Source: an optimization exercise on an open RTL-to-GDS flow (aim: small area, a short achievable clock period and few clock cycles). Production flows keep margins and buffers that such runs may drop.
Only simulation tests tie the RTL to the original design; equivalence was not proved.

v18:
==> flow/design.v (excerpt) <==
module tumbler_sel (
    input  wire               clk,
    input  wire               rst,
    input  wire               wr_en,
    input  wire [4:0]         wr_pos,
    input  wire signed [23:0] wr_key,
    input  wire signed [7:0]  wr_temp,
    input  wire               wr_elig,
    input  wire               wr_fb,
    input  wire               wr_activate,
    input  wire               start,
    input  wire signed [15:0] lvl_n,
    input  wire [11:0]        lvl_f,
    input  wire signed [31:0] iarm,
    input  wire [7:0]         max_swap,
    input  wire [10:0]        f_dead,
    input  wire               therm_en,
    input  wire               frac_rotate,
    input  wire [15:0]        hyst,
    input  wire [7:0]         depth,
    input  wire               rate_en,
    input  wire [23:0]        credit_add,
    input  wire signed [7:0]  t0,
    input  wire [15:0]        gain,
    input  wire [15:0]        i_db,
    output reg                ready,
    output reg                done,
    output reg  [95:0]        cmd,
    output reg                out_pol,
    output reg  [5:0]         out_m,
    output reg  [11:0]        out_f,
    output reg                dir,
    output reg                pos_clamp,
    output reg                neg_clamp,
    output reg                frac_drop,
    output reg                frac_valid,
    output reg  [4:0]         frac_pos,
    output reg  [7:0]         swaps,
    output reg  [5:0]         healthy
);
For scale: about 25000 cells after synthesis, roughly 360 I/O pins.
clock: 110.0 ns
lec_check: 0
cap_margin: 30
core_margin: 2
core_utilization: 50
place_density: 0.65
slew_margin: 30
standard.sh (not shown) runs the stock make flow with config.mk's settings and CLKGATE_MAP_FILE= SYNTH_SCRIPT=/design/flow/synth_recipe.tcl, a recipe that flattens the netlist after the stock synthesis.
==> flow/flow/run.sh <==
#!/bin/bash
set -euo pipefail
export SETUP_SLACK_MARGIN=86
export MAX_REPAIR_ANTENNAS_ITER_DRT=20
bash standard.sh > standard.log 2>&1
Testbench counts of v18, summed over its fixed seeds: cycles 8,000.
For v2, these inputs were changed with respect to v18:
--- a/flow/design.v
+++ b/flow/design.v
@@ -154,19 +154,18 @@
     reg [4:0]         wp_pos;
     reg [23:0]        wp_key;
     reg signed [7:0]  wp_temp;
     reg               wp_elig, wp_fb, wp_act;
     reg [7:0]         wp_dep;
     reg               busy;
     reg               rst_r;
-    reg [15:0]        lsn;           
+    reg [7:0]         lsn;           
     reg [NC-1:0]      ins;
     reg [5:0]         ins_cnt;
     reg               fresh;         
-    reg               mp;            
     reg               pos;           
     reg               low;           
     reg signed [15:0] s_n;
     reg [11:0]        s_f;
     reg [10:0]        s_f_dead;
     reg               s_therm_en;
     reg               s_rotate;
@@ -278,15 +277,15 @@
     reg [RW-1:0]      rku [0:NC-1];      
     always @* begin
         for (i = 0; i < NC; i = i + 1) begin
             avail[i]   = elig[i] & (pos | fb[i]);
             outs[i]    = avail[i] & ~ins_e[i];
             has_cr[i]  = !s_rate_en || (credit[i][23:16] != 8'd0);
             has_cr2[i] = !s_rate_en || (credit[i][23:17] != 7'd0);
-            rku[i]     = lsn[i/2] ? {~ek_lo[i][RW-1], ek_lo[i][RW-2:0]}
+            rku[i]     = lsn[i/4] ? {~ek_lo[i][RW-1], ek_lo[i][RW-2:0]}
                              : {~ek_hi[i][RW-1], ek_hi[i][RW-2:0]};
         end
     end
     reg [4:0]         e_pos;
     reg               e_any;
     reg [NC-1:0]      e_oh;
     reg [RW:0]        e_k2;
@@ -315,26 +314,25 @@
         e_lo   = add27({3'b000, e_pen}, {{(27-24){e_key[23]}}, e_key});
         e_hi   = add27({3'b000, e_pen}, {{(27-24){~e_key[23]}}, ~e_key});
     end
     wire wp_wr   = wp_v && wp_w;
     wire rc_p0   = !rc_ph && rc_arm && e_any && !wp_wr;
     wire rc_load = rc_ph && !wp_wr && !st_wr;
     wire st_low  = (st_dir == 1'b0) == !lvl_n[15];
-    wire st_lowp = (iarm[31] == 1'b0) == !lvl_n[15];
     wire ph_nx   = !(busy && hold && pen_new) && rc_p0;
     wire sel_nx  = ph_nx ? 1'b0 : (e_any ? 1'b1 : low);
     reg [NC-1:0] elig_nx;
     always @* begin
         for (i = 0; i < NC; i = i + 1)
             elig_nx[i] = rst_r ? 1'b0 : (wp_wr && wp_pos == i[4:0]) ? wp_elig : elig[i];
     end
     wire [15:0] eff_gain = s_therm_en ? s_gain : 16'd0;
     wire [7:0]  eff_t0   = (s_therm_en && s_gain != 16'd0) ? s_t0 : 8'sd0;
     wire pen_new = (eff_gain != pen_gain || eff_t0 != pen_t0);
-    wire hold    = pen_new || pen_ok != {NC{1'b1}} || wp_v || mp;
+    wire hold    = pen_new || pen_ok != {NC{1'b1}} || wp_v;
     reg [NC-1:0] f_pool;
     reg          f_excl;
     always @* begin
         f_excl = s_rotate && pf_v &&
                  ((outs & ~({{(NC-1){1'b0}}, 1'b1} << pf_p)) != {NC{1'b0}});
         for (i = 0; i < NC; i = i + 1)
             f_pool[i] = outs[i] && !(f_excl && pf_p == i[4:0]);
@@ -507,19 +505,19 @@
                 fb[wp_pos]   <= wp_fb;
                 if (wp_act)
                     credit[wp_pos] <= {((wp_dep == 8'd0) ? 8'd1 : wp_dep), 16'd0};
             end
         end
     end
     always @(posedge clk) begin
-        for (i = 0; i < NC / 2; i = i + 1)
+        for (i = 0; i < NC / 4; i = i + 1)
             if (!busy)
-                lsn[i] <= st_lowp & (elig_nx[2*i] | elig_nx[2*i+1]);
+                lsn[i] <= st_low & (|elig_nx[4*i +: 4]);
             else
-                lsn[i] <= sel_nx & (elig[2*i] | elig[2*i+1]);
+                lsn[i] <= sel_nx & (|elig[4*i +: 4]);
     end
     always @(posedge clk) begin
         if (wp_v) begin
             ek_lo[wp_pos] <= e_lo;
             ek_hi[wp_pos] <= e_hi;
         end
         if (!rc_ph) begin
@@ -541,30 +539,27 @@
             wp_pos <= wr_pos;
             wp_key <= wr_key;
         end
         if (!busy) begin
             flip         <= st_flip;
             pos          <= !lvl_n[15];
             low          <= st_low;
-            mp           <= st_lowp != st_low;
             s_n          <= lvl_n;
             s_f          <= lvl_f;
             s_f_dead     <= f_dead;
             s_therm_en   <= therm_en;
             s_rotate     <= frac_rotate;
             s_hyst       <= hyst;
             s_max_swap   <= max_swap;
             s_depth      <= depth;
             s_rate_en    <= rate_en;
             s_credit_add <= credit_add;
             s_t0         <= t0;
             s_gain       <= gain;
         end
-        if (busy)
-            mp <= 1'b0;
         if (!busy)
             fresh <= 1'b1;
         else if (go)
             fresh <= 1'b0;
         if (go) begin
             for (i = 0; i < NC; i = i + 1)
                 ins[i] <= (ins_e[i] || ((do_add || do_swap) && b_pos == i[4:0])) &&
==> results.txt <==
- Share of post-route cells with drive strength above 1 sits lower in v2 than in v18.
- Compared with v18, in v2 peak per-stage delay on the critical path now larger, critical path depth now larger.
- The higher count of clock-buffer cells in the layout of v2 and v18 is in v2.
- Sequential share of the synthesized area: v2 and v18 compared, higher one is v18
- Diff v18..v2 | non-clock buffering overhead in the final layout | negligible
- v2 vs v18: global-route wire length before repair up by a little under 10%
- Summary of the comparison: per-cell via count in the routed design is higher in v2, relative to v18.
- v2 vs v18 — count of filler cells inserted in the layout climbed by a few percent
- Going from v18 to v2, vertical die dimension went up 11 um, synthesized flop and latch total held, met3 layer wire length in the routed design went up 11000 um, area after synthesis went up about 3.3%.
Testbench counts of v2, summed over its fixed seeds: cycles 7,998.

re-timing with driven ports:
The flow's constraints put no driver on any port. The routed layouts listed below were extracted and timed again, unchanged, in two steps.
Step 1 assumes that a clkbuf_16 drives the clock port and a buf_2 every other input.
Step 2 adds t to the input delays and takes it off the output delays; t is the mean of the earliest and latest rising clock arrival at the registers after step 1. Input paths then give back, and output paths get back, about the clock's delay inside the block.
a / b / c = ideal ports / drivers / drivers and shift; a / b = the first two.
run	t (ns)	setup slack, ns	slew at the worst register clock pin (ns)	worst data-port slew with drivers (ns)
v18	1.210	85.940 / 85.817 / 84.816	0.08 / 0.08	0.25
v2	1.193	85.349 / 85.413 / 84.220	0.10 / 0.10	0.13
After both steps every run listed still meets setup and hold. The setup slack of v2, which loses most, moves by +0.064 ns with the drivers and by -1.129 ns with both steps.
